Context: an optimization exercise on an open-source flow, tuned for small area, a short achievable clock period and few clock cycles. The choices shown serve that exercise and are no tape-out recipe.
Where RTL was checked, it was by simulation tests only, not by an equivalence proof against the original.
The RTL of run 1 was laid out without a check of its function.

==> flow/design.v (outline; a module is shown in full before it is edited, if it fits) <==
// module ctl_law_engine: 3259 lines
module ctl_law_engine (
    input  wire        clk,
    input  wire        rst,
    input  wire        start,
    output reg  [7:0]  rd_addr,
    input  wire [39:0] rd_data,
    output reg         wr_en,
    output reg  [7:0]  wr_addr,
    output reg  [39:0] wr_data,
    output reg         done
);
  // ...
==> flow/flow/run.sh <==
#!/bin/bash
set -euo pipefail
export BUFFER_PORTS_ARGS="-buffer_cell sky130_fd_sc_hd__buf_4"
bash standard.sh > layout.log 2>&1
==> flow/standard.sh <==
#!/bin/bash
# synth_recipe.tcl (not shown) runs the flow's synth.tcl, then flattens the netlist and writes it again
# the make line also repeats each setting of config.mk as NAME=value (left out here)
make -C /OpenROAD-flow-scripts/flow DESIGN_CONFIG=/design/flow/config.mk WORK_HOME=/design/flow/orfs CLKGATE_MAP_FILE= SYNTH_SCRIPT=/design/flow/synth_recipe.tcl "${@:-finish}"
==> flow/config.mk <==
export PLATFORM = sky130hd
export DESIGN_NAME = ctl_law_engine
export DESIGN_NICKNAME = ctl_law_engine
export VERILOG_FILES = /design/flow/design.v
export SDC_FILE = /design/flow/constraint.sdc
export NUM_CORES = 4
export LEC_CHECK = 0
export CAP_MARGIN = 20
export CORE_MARGIN = 2
export CORE_UTILIZATION = 40
export SLEW_MARGIN = 20
==> flow/constraint.sdc <==
create_clock -name core_clock -period 20.0 [get_ports {clk}]
set_input_delay 4.0000 -clock core_clock [delete_from_list [all_inputs] [get_ports {clk}]]
set_output_delay 4.0000 -clock core_clock [all_outputs]
set_load 0.01 [all_outputs]
==> impl_metrics.tcl, run 1 <==
set metrics [dict create \
    area.sequential_um2 28440 \
    instances_no_fill 11640 \
    met1Wirelength_um 125900 \
    post_synth.cell_area_avg_um2 9.796 \
    number_of_multi_input_logic_gates 6260 \
    grt.total_usage_pct 28.27 \
    worst_setup_path_end_kind "output port" \
    initial_antenna_violation_count 18 \
    signal_buffer_area_fraction_pct 1.901 \
    synth-warning-count 2 \
    area.growth.synth_to_final_pct 8.700 \
    crit_buf_inv 1 \
    synthFlopType "sky130_fd_sc_hd__dfxtp_1" \
    total_nets_final 9953 \
    gr-usage-met2_pct 43.88 \
    post_synth_xor_area_fraction_pct 10.23 \
    placedInstanceArea_um2 91060 \
    cts_tree "built" \
    first_pass_grt_wire_length_um 471800 \
    number_of_flip_flops_under_the_largest_register_name 560 \
    via_count 69260 \
    cts.root.buffer_cell "sky130_fd_sc_hd__clkbuf_16" \
    synth_top_area_cell "sky130_fd_sc_hd__dfxtp_1" \
    post_synth_fa_ha_maj_area_fraction_pct 25.03 \
    area_share_of_and_or_nand_nor_cells_after_synthesis_pct 8.606 \
    timing.fmax_mhz 183.4 \
    run_status "timing/DRC/antenna clean" \
    finalHoldWorstSlack_ns 0.3096 \
    synth_area_leaders "sky130_fd_sc_hd__dfxtp_1 (23%), sky130_fd_sc_hd__fa_1 (19%), sky130_fd_sc_hd__edfxtp_1 (9.5%)" \
    timing.critical_path.depth 1 \
]
==> run 2, diff against run 1 <==
--- a/flow/design.v
+++ b/flow/design.v
@@ -20,33 +20,27 @@
     localparam [2:0] K_NONE = 3'd0,
                      K_V    = 3'd1,
                      K_COEF = 3'd2,
                      K_LIMA = 3'd3,
                      K_LIMB = 3'd4;
     localparam [3:0] C_END = 4'd15;
     reg [2:0] ist;
     reg [2:0] tcnt;
-    reg [3:0] cfg_ns_r;     
-    reg [2:0] cfg_nm_r;
-    reg       valid;        
     reg [3:0] ns;           
     reg [2:0] nm;           
     reg       no2;          
     reg [7:0] intmask;
     reg [7:0] intlnk;
     reg       frozen;
     reg [39:0] stat;
-    reg [39:0] rv [0:13];
-    reg [3:0]  tailpos;     
-    reg [39:0] xo_cap;      
+    reg [39:0] v [0:13];
     reg [3:0] row;          
-    reg [3:0] col;          
-    reg [3:0] kc;           
-    reg       fin;          
+    reg [3:0] col;
+    reg [1:0] kpos;         
     reg [2:0] k0;
     reg [3:0] c0, r0;
     reg       f0, l0;
     reg [2:0] k1;
     reg [3:0] c1, r1;
     reg       f1, l1;
     reg [39:0] mreg;
     reg [19:0] b_neg, b_one, b_two;
@@ -58,16 +52,17 @@
     reg       v3;
     reg [3:0] r3;
     reg       v4;
     reg [3:0] r4;
     reg [39:0] rs;
     reg        sat4;
     reg [39:0] xo;          
     reg        is_int4, m_pos4, m_neg4, j_hi4, j_lo4;
+    reg        chx4, clx4;  
     reg [40:0] lim_a;
     reg [40:0] lim_b;
     reg       v5;
     reg       sat5;
     reg [1:0] inc5;
     reg [7:0] mneg0, mneg1, mnz0, mnz1;
     reg [1:0] lim_hi, lim_lo;
     reg       lim_any;
@@ -123,23 +118,22 @@
                 if (!found && k >= i && k < ns && !(frozen && intmask[k])) begin
                     state_row_from = k[3:0];
                     found = 1'b1;
                 end
             end
         end
     endfunction
     wire [3:0] ncol      = next_col(col, ns, nm);
-    wire [3:0] ccol      = (ncol == C_END) ? 4'd0 : ncol;    
     wire [3:0] first_row = frozen ? state_row_from(4'd0) : 4'd8;
     wire [3:0] nxt_state = state_row_from(row + 4'd1);
     wire [3:0] next_row  = (row == 4'd8 && no2) ? 4'd9 :
                            row[3] ? state_row_from(4'd0) : nxt_state;
     wire       row_lim   = row[3] || intmask[row[2:0]];
-    wire [39:0] vsel = rv[0];
+    wire [39:0] vsel = v[c1];
     wire [40:0] vy   = {vsel, 1'b0};
     reg  [19:0] e_neg, e_one, e_two;
     integer bj;
     always @(*) begin
         for (bj = 0; bj < 20; bj = bj + 1) begin
             e_neg[bj] = vy[2*bj+2];
             e_one[bj] = vy[2*bj+1] ^ vy[2*bj];
             e_two[bj] = (vy[2*bj+2] & ~vy[2*bj+1] & ~vy[2*bj]) |
@@ -2984,72 +2978,59 @@
     assign t_c[79] = fs922;
     assign t_s[80] = fc922;
     assign t_c[80] = fs923;
     assign t_s[81] = fc923;
     assign t_c[81] = fs924;
     assign t_s[82] = fc924;
     assign t_c[82] = fs925;
     wire [82:0] tsum = acc_s + acc_c;
-    wire [48:0] thi  = tsum[82:34];
     wire [33:0] zx   = acc_s[33:0] ^ acc_c[33:0];
     wire [33:0] zc   = {acc_s[32:0] | acc_c[32:0], 1'b0};
     wire        tie  = (zx == zc);
-    wire        s_hi = !thi[48] && (|thi[47:39]);
-    wire        s_lo = thi[48] && !(&thi[47:39]);
+    wire        s_hi = !tsum[82] && (|tsum[81:73]);
+    wire        s_lo = tsum[82] && !(&tsum[81:73]);
     wire [39:0] rs3  = s_hi ? 40'h7F_FFFF_FFFF :
                        s_lo ? 40'h80_0000_0000 :
-                       {thi[39:1], thi[0] & !tie};
+                       {tsum[73:35], tsum[34] & !tie};
     wire [2:0]  si3    = r3[2:0];
+    wire [39:0] x_old3 = v[{1'b0, si3}];
     wire        lnk3   = intlnk[si3];
     wire        m_nz3  = lnk3 ? mnz1[si3]  : mnz0[si3];
     wire        m_neg3 = lnk3 ? mneg1[si3] : mneg0[si3];
+    wire signed [40:0] xo3_41 = {x_old3[39], x_old3};
     wire signed [40:0] rs41 = {rs[39], rs};
+    wire        gt     = $signed(rs) > $signed(xo);
     wire        lt     = $signed(rs) < $signed(xo);
-    wire        gt     = !lt && (rs != xo);
     wire        hold   = !r4[3] && is_int4 &&
                          ((j_hi4 && ((gt && m_pos4) || (lt && m_neg4))) ||
                           (j_lo4 && ((gt && m_neg4) || (lt && m_pos4))));
-    wire signed [40:0] xo41 = {xo[39], xo};
     wire        chr    = rs41 > $signed(lim_a);
     wire        clr    = rs41 < $signed(lim_b);
-    wire        chx    = xo41 > $signed(lim_a);
-    wire        clx    = xo41 < $signed(lim_b);
     wire        lim_on = r4[3] || is_int4;
-    wire        p_hi   = lim_on && (hold ? chx : chr);
-    wire        p_lo   = lim_on && !p_hi && (hold ? clx : clr);
+    wire        p_hi   = lim_on && (hold ? chx4 : chr);
+    wire        p_lo   = lim_on && !p_hi && (hold ? clx4 : clr);
     wire [39:0] base   = hold ? xo : rs;
     wire [39:0] p_out  = p_hi ? lim_a[39:0] : (p_lo ? lim_b[39:0] : base);
     wire [1:0]  inc4   = {1'b0, hold} + {1'b0, p_hi | p_lo};
     wire [16:0] limcnt_sum  = {1'b0, stat[39:24]} + {15'd0, inc5};
     wire [15:0] limcnt_next = limcnt_sum[16] ? 16'hFFFF : limcnt_sum[15:0];
     wire [15:0] asat_next   = (stat[23:8] == 16'hFFFF) ? 16'hFFFF : stat[23:8] + 16'd1;
     wire [15:0] limcnt_n    = v5 ? limcnt_next : stat[39:24];
     wire [15:0] asat_n      = (v5 && sat5) ? asat_next : stat[23:8];
     wire        asat_f      = (v5 && sat5) | stat[4];
-    wire [39:0] ring_in = (k1 == K_V) ? rd_data : rv[0];
-    integer ri;
-    wire [3:0] cfg_ns = (cfg_ns_r == 4'd0) ? 4'd1 :
-                        (cfg_ns_r > 4'd8)  ? 4'd8 : cfg_ns_r;
-    wire [2:0] cfg_nm = (cfg_nm_r == 3'd0) ? 3'd1 :
-                        (cfg_nm_r > 3'd4)  ? 3'd4 : cfg_nm_r;
     always @(posedge clk) begin
         k1 <= k0;
         c1 <= c0;
         r1 <= r0;
         f1 <= f0;
         l1 <= l0;
-        for (ri = 0; ri < 3; ri = ri + 1)
-            rv[ri] <= rv[ri+1];
-        for (ri = 3; ri < 13; ri = ri + 1)
-            rv[ri] <= (ri == tailpos) ? ring_in : rv[ri+1];
-        rv[13] <= ring_in;
-        if (k1 == K_COEF && !r1[3] && c1 == {1'b0, r1[2:0]})
-            xo_cap <= rv[0];
-        mreg   <= rd_data;
+        if (k1 == K_V)
+            v[c1] <= rd_data;
+        mreg   <= (k1 == K_COEF) ? rd_data : 40'd0;
         b_neg  <= e_neg;
         b_one  <= e_one;
         b_two  <= e_two;
         c2     <= c1;
         r2     <= r1;
         cf2    <= (k1 == K_COEF);
         first2 <= (k1 == K_COEF) && f1;
         last2  <= (k1 == K_COEF) && l1;
@@ -3070,25 +3051,26 @@
                 mnz1[c2[2:0]]  <= |mreg;
             end else begin
                 mneg0[c2[2:0]] <= mreg[39];
                 mnz0[c2[2:0]]  <= |mreg;
             end
         end
         v3 <= last2;
         r3 <= r2;
-        if (last2)
-            xo <= xo_cap;
         rs   <= rs3;
         sat4 <= s_hi | s_lo;
+        xo      <= x_old3;
         is_int4 <= intmask[si3];
         m_pos4  <= m_nz3 && !m_neg3;
         m_neg4  <= m_nz3 && m_neg3;
         j_hi4   <= lnk3 ? lim_hi[1] : lim_hi[0];
         j_lo4   <= lnk3 ? lim_lo[1] : lim_lo[0];
+        chx4    <= xo3_41 > $signed(lim_a);
+        clx4    <= xo3_41 < $signed(lim_b);
         v4   <= v3;
         r4   <= r3;
         wr_en <= 1'b0;
         v5    <= v4;
         sat5  <= sat4;
         inc5  <= r4[3] ? 2'd0 : inc4;
         if (v4) begin
             wr_en <= 1'b1;
@@ -3105,150 +3087,132 @@
         end
         if (v5) begin
             if (sat5) begin
                 stat[23:8] <= asat_next;
                 stat[4]    <= 1'b1;
             end
             stat[39:24] <= limcnt_next;
         end
-        if (fin)
-            tcnt <= tcnt + 3'd1;
         done <= 1'b0;
         k0   <= K_NONE;
         f0   <= 1'b0;
         l0   <= 1'b0;
         case (ist)
             I_IDLE: begin
-                rd_addr <= 8'h00;
+                rd_addr <= 8'h01;
                 if (start) begin
-                    rd_addr <= 8'h01;
-                    ist     <= I_CFG;
+                    rd_addr <= 8'h00;
+                    ist     <= I_STAT;
                 end
             end
-            I_CFG: begin
-                cfg_ns_r <= rd_data[3:0];
-                cfg_nm_r <= rd_data[6:4];
-                no2      <= rd_data[8];
-                intmask  <= rd_data[18:11];
-                intlnk   <= rd_data[26:19];
-                lim_hi   <= 2'b00;
-                lim_lo   <= 2'b00;
-                lim_any  <= 1'b0;
-                rd_addr  <= 8'h20;
-                k0       <= K_V;
-                c0       <= 4'd0;
-                col      <= 4'd0;
-                ist      <= I_STAT;
-            end
             I_STAT: begin
                 stat    <= rd_data;
                 frozen  <= (rd_data[2:0] == 3'b100);
-                valid   <= (rd_data[2:0] == 3'b001 || rd_data[2:0] == 3'b010 ||
-                            rd_data[2:0] == 3'b100);
-                ns      <= cfg_ns;
-                nm      <= cfg_nm;
-                tailpos <= cfg_ns + {1'b0, cfg_nm} + 4'd1;
+                lim_hi  <= 2'b00;
+                lim_lo  <= 2'b00;
+                lim_any <= 1'b0;
+                if (rd_data[2:0] == 3'b001 || rd_data[2:0] == 3'b010 ||
+                    rd_data[2:0] == 3'b100) begin
+                    rd_addr <= 8'h20;
+                    k0      <= K_V;
+                    c0      <= 4'd0;
+                    col     <= 4'd0;
+                    ist     <= I_CFG;
+                end else begin
+                    rd_addr <= 8'h01;
+                    done    <= 1'b1;
+                    ist     <= I_IDLE;
+                end
+            end
+            I_CFG: begin
+                ns      <= (rd_data[3:0] == 4'd0) ? 4'd1 :
+                           (rd_data[3:0] > 4'd8)  ? 4'd8 : rd_data[3:0];
+                nm      <= (rd_data[6:4] == 3'd0) ? 3'd1 :
+                           (rd_data[6:4] > 3'd4)  ? 3'd4 : rd_data[6:4];
+                no2     <= rd_data[8];
+                intmask <= rd_data[18:11];
+                intlnk  <= rd_data[26:19];
                 rd_addr <= 8'h10;
                 k0      <= K_V;
                 c0      <= 4'd8;
                 col     <= 4'd8;
                 ist     <= I_LOADV;
             end
-            I_LOADV: if (!valid) begin
-                rd_addr <= 8'h00;
-                done    <= 1'b1;
-                ist     <= I_IDLE;
-            end else begin
-                rd_addr <= col_addr(ncol);
-                k0      <= K_V;
-                c0      <= ncol;
-                col     <= ncol;
-                if (next_col(ncol, ns, nm) == C_END) begin
-                    col  <= 4'd0;
+            I_LOADV: begin
+                if (ncol != C_END) begin
+                    rd_addr <= col_addr(ncol);
+                    k0      <= K_V;
+                    c0      <= ncol;
+                    col     <= ncol;
+                end else if (first_row != 4'd15) begin
                     row  <= first_row;
-                    kc   <= 4'd0;
-                    if (first_row != 4'd15) begin
-                        ist <= I_ROW;
-                    end else begin
-                        fin  <= 1'b1;
-                        tcnt <= 3'd0;
-                        ist  <= I_END;
-                    end
+                    col  <= 4'd0;
+                    kpos <= 2'd0;
+                    ist  <= I_ROW;
+                end else begin
+                    tcnt <= 3'd0;
+                    ist  <= I_END;
                 end
             end
             I_ROW: begin
                 rd_addr <= {row + 4'd4, col};
                 k0      <= K_COEF;
                 c0      <= col;
                 r0      <= row;
-                f0      <= (kc == 4'd0);
-                l0      <= (kc == tailpos);
-                col     <= ccol;
-                kc      <= kc + 4'd1;
-                if (kc == tailpos) begin
-                    kc <= 4'd0;
-                    if (next_row == 4'd15) begin
-                        fin  <= 1'b1;
-                        tcnt <= 3'd0;
-                    end
-                    if (row_lim)
+                f0      <= (kpos == 2'd0);
+                l0      <= (ncol == C_END);
+                if (kpos != 2'd2)
+                    kpos <= kpos + 2'd1;
+                if (ncol != C_END) begin
+                    col <= ncol;
+                    if (kpos == 2'd1 && row_lim)
                         ist <= I_LIMA;
-                    else if (next_row != 4'd15)
-                        row <= next_row;
-                    else
-                        ist <= I_END;
+                end else if (next_row != 4'd15) begin
+                    row  <= next_row;
+                    col  <= 4'd0;
+                    kpos <= 2'd0;
+                end else begin
+                    tcnt <= 3'd0;
+                    ist  <= I_END;
                 end
             end
             I_LIMA: begin
                 rd_addr <= row[3] ? (8'h16 + {5'd0, row[0], 2'b00}) :
                                     (8'h30 + {5'd0, row[2:0]});
                 k0      <= K_LIMA;
                 r0      <= row;
-                col     <= ccol;
-                if (row[3])
-                    ist <= I_LIMB;
-                else if (next_row != 4'd15) begin
-                    row <= next_row;
-                    ist <= I_ROW;
-                end else
-                    ist <= I_END;
+                ist     <= row[3] ? I_LIMB : I_ROW;
             end
             I_LIMB: begin
                 rd_addr <= 8'h15 + {5'd0, row[0], 2'b00};
                 k0      <= K_LIMB;
                 r0      <= row;
-                col     <= ccol;
-                if (next_row != 4'd15) begin
-                    row <= next_row;
-                    ist <= I_ROW;
-                end else
-                    ist <= I_END;
+                ist     <= I_ROW;
             end
             I_END: begin
+                tcnt <= tcnt + 3'd1;
                 if (tcnt == 3'd5) begin
                     wr_en   <= 1'b1;
                     wr_addr <= 8'h01;
                     wr_data <= {limcnt_n, asat_n, stat[7:5], asat_f,
                                 frozen ? stat[3] : lim_any, stat[2:0]};
                 end
                 if (tcnt == 3'd6) begin
                     done    <= 1'b1;
-                    rd_addr <= 8'h00;
-                    fin     <= 1'b0;
+                    rd_addr <= 8'h01;
                     ist     <= I_IDLE;
                 end
             end
             default: ist <= I_IDLE;
         endcase
         if (rst) begin
             ist     <= I_IDLE;
-            rd_addr <= 8'h00;
+            rd_addr <= 8'h01;
             done    <= 1'b0;
-            fin     <= 1'b0;
             wr_en   <= 1'b0;
             k0      <= K_NONE;
             k1      <= K_NONE;
             cf2     <= 1'b0;
             first2  <= 1'b0;
             last2   <= 1'b0;
             neg2    <= 1'b0;
             v3      <= 1'b0;
==> flow/run.sh (new file) <==
#!/bin/bash
# synth_recipe.tcl (not shown) runs the flow's synth.tcl, then flattens the netlist and writes it again
# the make line also repeats each setting of config.mk as NAME=value (left out here)
make -C /OpenROAD-flow-scripts/flow DESIGN_CONFIG=/design/flow/config.mk WORK_HOME=/design/flow/orfs CLKGATE_MAP_FILE= SYNTH_SCRIPT=/design/flow/synth_recipe.tcl finish
removed: flow/flow/run.sh
removed: flow/standard.sh
==> run 2 against run 1 <==
  * Clock skew increased by 0.029 ns
  * Non-clock buffer count increased by 38
  * Die area increased by 6.4%
  * Synthesized area increased by 6.5%
  * Worst hold slack improved by 0.0081 ns
  * Register-to-register slack got worse by 0.16 ns
==> impl_metrics.tcl, run 2 <==
set metrics [dict create \
    drv_cap 0 \
    fp.dieArea_um2 238900 \
    timing.fmax_mhz 164.0 \
    via_count 71890 \
    remaining_drc_errors 0 \
    synth.cell_area_um2 94020 \
    postRouteAntennaNets 0 \
    synth_area_leaders "sky130_fd_sc_hd__edfxtp_1 (24%), sky130_fd_sc_hd__fa_1 (18%), sky130_fd_sc_hd__dfxtp_1 (10%)" \
    ys_ff_latch 1223 \
    timing.final.max_slew_violations 0 \
    path_cells "clkdlybuf4s50_1 -> nor2_1 -> nor2_1 -> a21oi_1 -> and2_1 -> nor2_1 -> nor2_1 -> nor2_1 -> a21oi_1" \
    synth-warning-count 1 \
    timing.final.crit_period_ns 6.096 \
    gpl.final_weighted_congestion 1.007 \
    first_pass_grt_wire_length_um 520200 \
    final_setup_fails 0 \
    run_status "timing/DRC/antenna clean" \
    synth_enable_flop_cells 748 \
    dp_hpwl_um 247000 \
    drive_above_1_share_pct 9.928 \
    viasPerCell 6.272 \
    timing_worst_setup_path_type "in2reg" \
    clkLatencyLatePin_ns 0.85 \
    final.setup.tns_ns 0 \
    grt_start_max_net_pins 123 \
    synth_top_cell_area_share_pct 23.89 \
    critPathMaxFanout 21 \
    final_core_utilization_pct 43.98 \
    unrepaired_setup_endpoints_after_global_routing "no" \
    fin_crit_sh_pct 30.48 \
    largestRegisters "v: 560 flops, acc_s: 83 flops, acc_c: 82 flops" \
    count_of_boundary_i_o_pins 101 \
    arrival_ns 6.55 \
    yosysSeqAreaShare_pct 34.01 \
    fraction_of_synthesis_flops_using_an_asynchronous_set_or_reset_pin_pct 0 \
    leading_cell_types_in_the_layout_fill_and_taps_excluded "sky130_fd_sc_hd__fa_1 (833), sky130_fd_sc_hd__a22oi_1 (792), sky130_fd_sc_hd__edfxtp_1 (748)" \
    crit_slowest_cell "sky130_fd_sc_hd__clkdlybuf4s50_1" \
    first_global_vias 73160 \
    largest-register "v" \
    grt.total_usage_pct 30.13 \
    core_um2 233200 \
    cts.root.buffer_cell "sky130_fd_sc_hd__clkbuf_16" \
    cts_repair_resize_count 0 \
    clock_tree.buffer_depth 3 \
    critPathMostFrequentCell "sky130_fd_sc_hd__nor2_1" \
    worst_setup_path_end_kind "flop" \
    synth_top_area_cell "sky130_fd_sc_hd__edfxtp_1" \
    cts_post_setup_buffers_inserted 0 \
    area.growth.synth_to_final_pct 9.084 \
    synth_cell_type_count 98 \
    hold_buf_count_cts 0 \
    floorplan.initialDensity_pct 40.32 \
    worst_slew_margin_rel_pct 15.70 \
    worst_setup_hold_path_clk_slew_ns 0.06 \
    finClkSkew_ns 0.08287 \
    dieWidth_um 488.8 \
    global_route.overflow_total 0 \
    cts_num_sinks 1223 \
    postSynthCellCount 8489 \
    pin_slew_with_the_least_headroom_to_its_limit_ns 1.265 \
    detailed_routing_iterations_pass_1 10 \
    drt_wl_total_um 363500 \
    post_drt_wl_per_cell_um 31.71 \
    critPathMaxStageDelay_ns 0.93 \
    cts_made_buffers 139 \
    timing.critical_path.from_type "primary input" \
    synth_nets 9788 \
    synthTopCellsByCount "sky130_fd_sc_hd__fa_1 (833), sky130_fd_sc_hd__a22oi_1 (792), sky130_fd_sc_hd__edfxtp_1 (748)" \
    crit_buf_inv 1 \
    number_of_endpoints_with_negative_hold_slack_in_the_final_report 0 \
    critical-path-top-delay-family "simple AND/OR/NAND/NOR gates" \
    io_port_bufs 100 \
    total_nets_final 9504 \
    fp.dieH_um 488.8 \
    post_synth.cell_area_avg_um2 11.08 \
    synthFlopType "sky130_fd_sc_hd__edfxtp_1" \
    commonest_non_fill_non_tap_cell_in_the_layout "sky130_fd_sc_hd__fa_1" \
    detail_route.iter0.violations 9789 \
    synth_most_common_cell "sky130_fd_sc_hd__fa_1" \
    initial_antenna_violation_count 27 \
    cp.required_ns 20.45 \
    num_rows 177 \
    hold_path_class "reg2reg" \
    cts_tree "built" \
    number_of_flip_flops_under_the_largest_register_name 560 \
    htreeDepth 4 \
    instances_no_fill 11460 \
    place.detailed.instances 11200 \
]
## run 2: cell types whose count changed in the layout (fill, tap and decap cells not counted), moves of 93 or more
| cell | delta |
|---|---|
| sky130_fd_sc_hd__clkdlybuf4s50_1 | +100 |
| sky130_fd_sc_hd__a21oi_1 | -276 |
| sky130_fd_sc_hd__mux4_2 | +202 |
| sky130_fd_sc_hd__dfxtp_1 | -557 |
| sky130_fd_sc_hd__nor2_1 | -241 |
| sky130_fd_sc_hd__edfxtp_1 | +469 |
| sky130_fd_sc_hd__nand2_1 | -113 |
| sky130_fd_sc_hd__o21ai_0 | -93 |
## run 2: kinds of logic (layout without fill, tap and decap cells)
| kind of cell | Yosys count | after routing | share of synthesized area [%] |
|---|---|---|---|
| compound gates | 1873 | 1873 | 13.55 |
| buf+inv | 1407 | 1238 | 5.711 |
| flops | 1223 | 1223 | 34.01 |
| xor+xnor | 1016 | 1016 | 9.465 |
| mux | 373 | 373 | 6.962 |
| other cells | 0 | 10 | 0 |
| fa+ha+maj | 1256 | 1256 | 23.37 |
| simple gates | 1341 | 1341 | 6.940 |
## run 2: metal layers
metal	vias up	GRT usage, %	wire (um)
met5	-	0	163
met4	22	15.67	22820
met3	1132	8.837	42820
met2	4860	45.40	158300
met1	36580	39.24	139400
li1	29290	-	-
## run 2: area by class of cell
cell class	count	area, um^2
Antenna cell	10	25.02
Clock inverter	66	808.3
Sequential cell	1223	32180
Multi-Input combinational cell	5859	56860
Timing Repair Buffer	281	2376
Fill cell	21500	130600
Tap cell	3132	3919
Inverter	701	2631
Clock buffer	190	3760
## run 2: final timing paths
| check | endpoint | depth (start not counted) | start | slack [ns] |
|---|---|---|---|---|
| hold reg to reg | r2[2] | 0 | r1[2] | 0.32 |
| setup / recovery | col[1] | 9 | rd_data[0] | 13.90 |
| setup reg to reg | acc_c[39] | 12 | b_one[6] | 14.46 |
| hold / removal | r2[2] | 0 | r1[2] | 0.32 |
## run 2: through the flow
step / setup WS, ns / area, um^2 / hold WS, ns
2_1_floorplan: 14.70 / 94020 / 0.3096
3_3_place_gp: 13.12 / 97960 / 0.3104
3_5_place_dp: 13.13 / 97960 / 0.3121
4_1_cts: 13.96 / 102500 / 0.3230
5_1_grt: 13.87 / 102500 / 0.3235
6_report: 13.90 / 102600 / 0.3177
Testbench counts of run 2, summed over its fixed seeds: cycles 125,635.

==> re-timing with driven ports <==
In the flow no input, the clock included, has a driving cell. The finished layouts below were timed again as built, in two steps.
Step 1 (the two cells are an assumption about what drives the block):
set clk [get_ports {clk}]
set_driving_cell -lib_cell sky130_fd_sc_hd__clkbuf_16 $clk
set_driving_cell -lib_cell sky130_fd_sc_hd__buf_2 [delete_from_list [all_inputs] $clk]
Step 2 moves the port delays by t, midway between the first and last clock arrival at a register: inputs arrive t later, outputs are due t later. That takes back most of the time a late clock gives input paths.
Slacks: no drivers / after step 1 / after step 2; pairs: no drivers / after step 1.
run | t, ns | setup WS [ns] | worst setup path after step 2 | slew at the worst register clock pin (ns) | cell pins on the clock port's net
run 1 | 0.873 | 14.549 / 14.464 / 14.617 | input to register | 0.07 / 0.07 | 1
run 2 | 0.903 | 13.904 / 13.972 / 13.069 | input to register | 0.08 / 0.08 | 1
After both steps setup and hold are still met in every run listed. The setup slack of run 2, which loses most, moves by +0.068 ns with the drivers and by -0.835 ns with both steps.
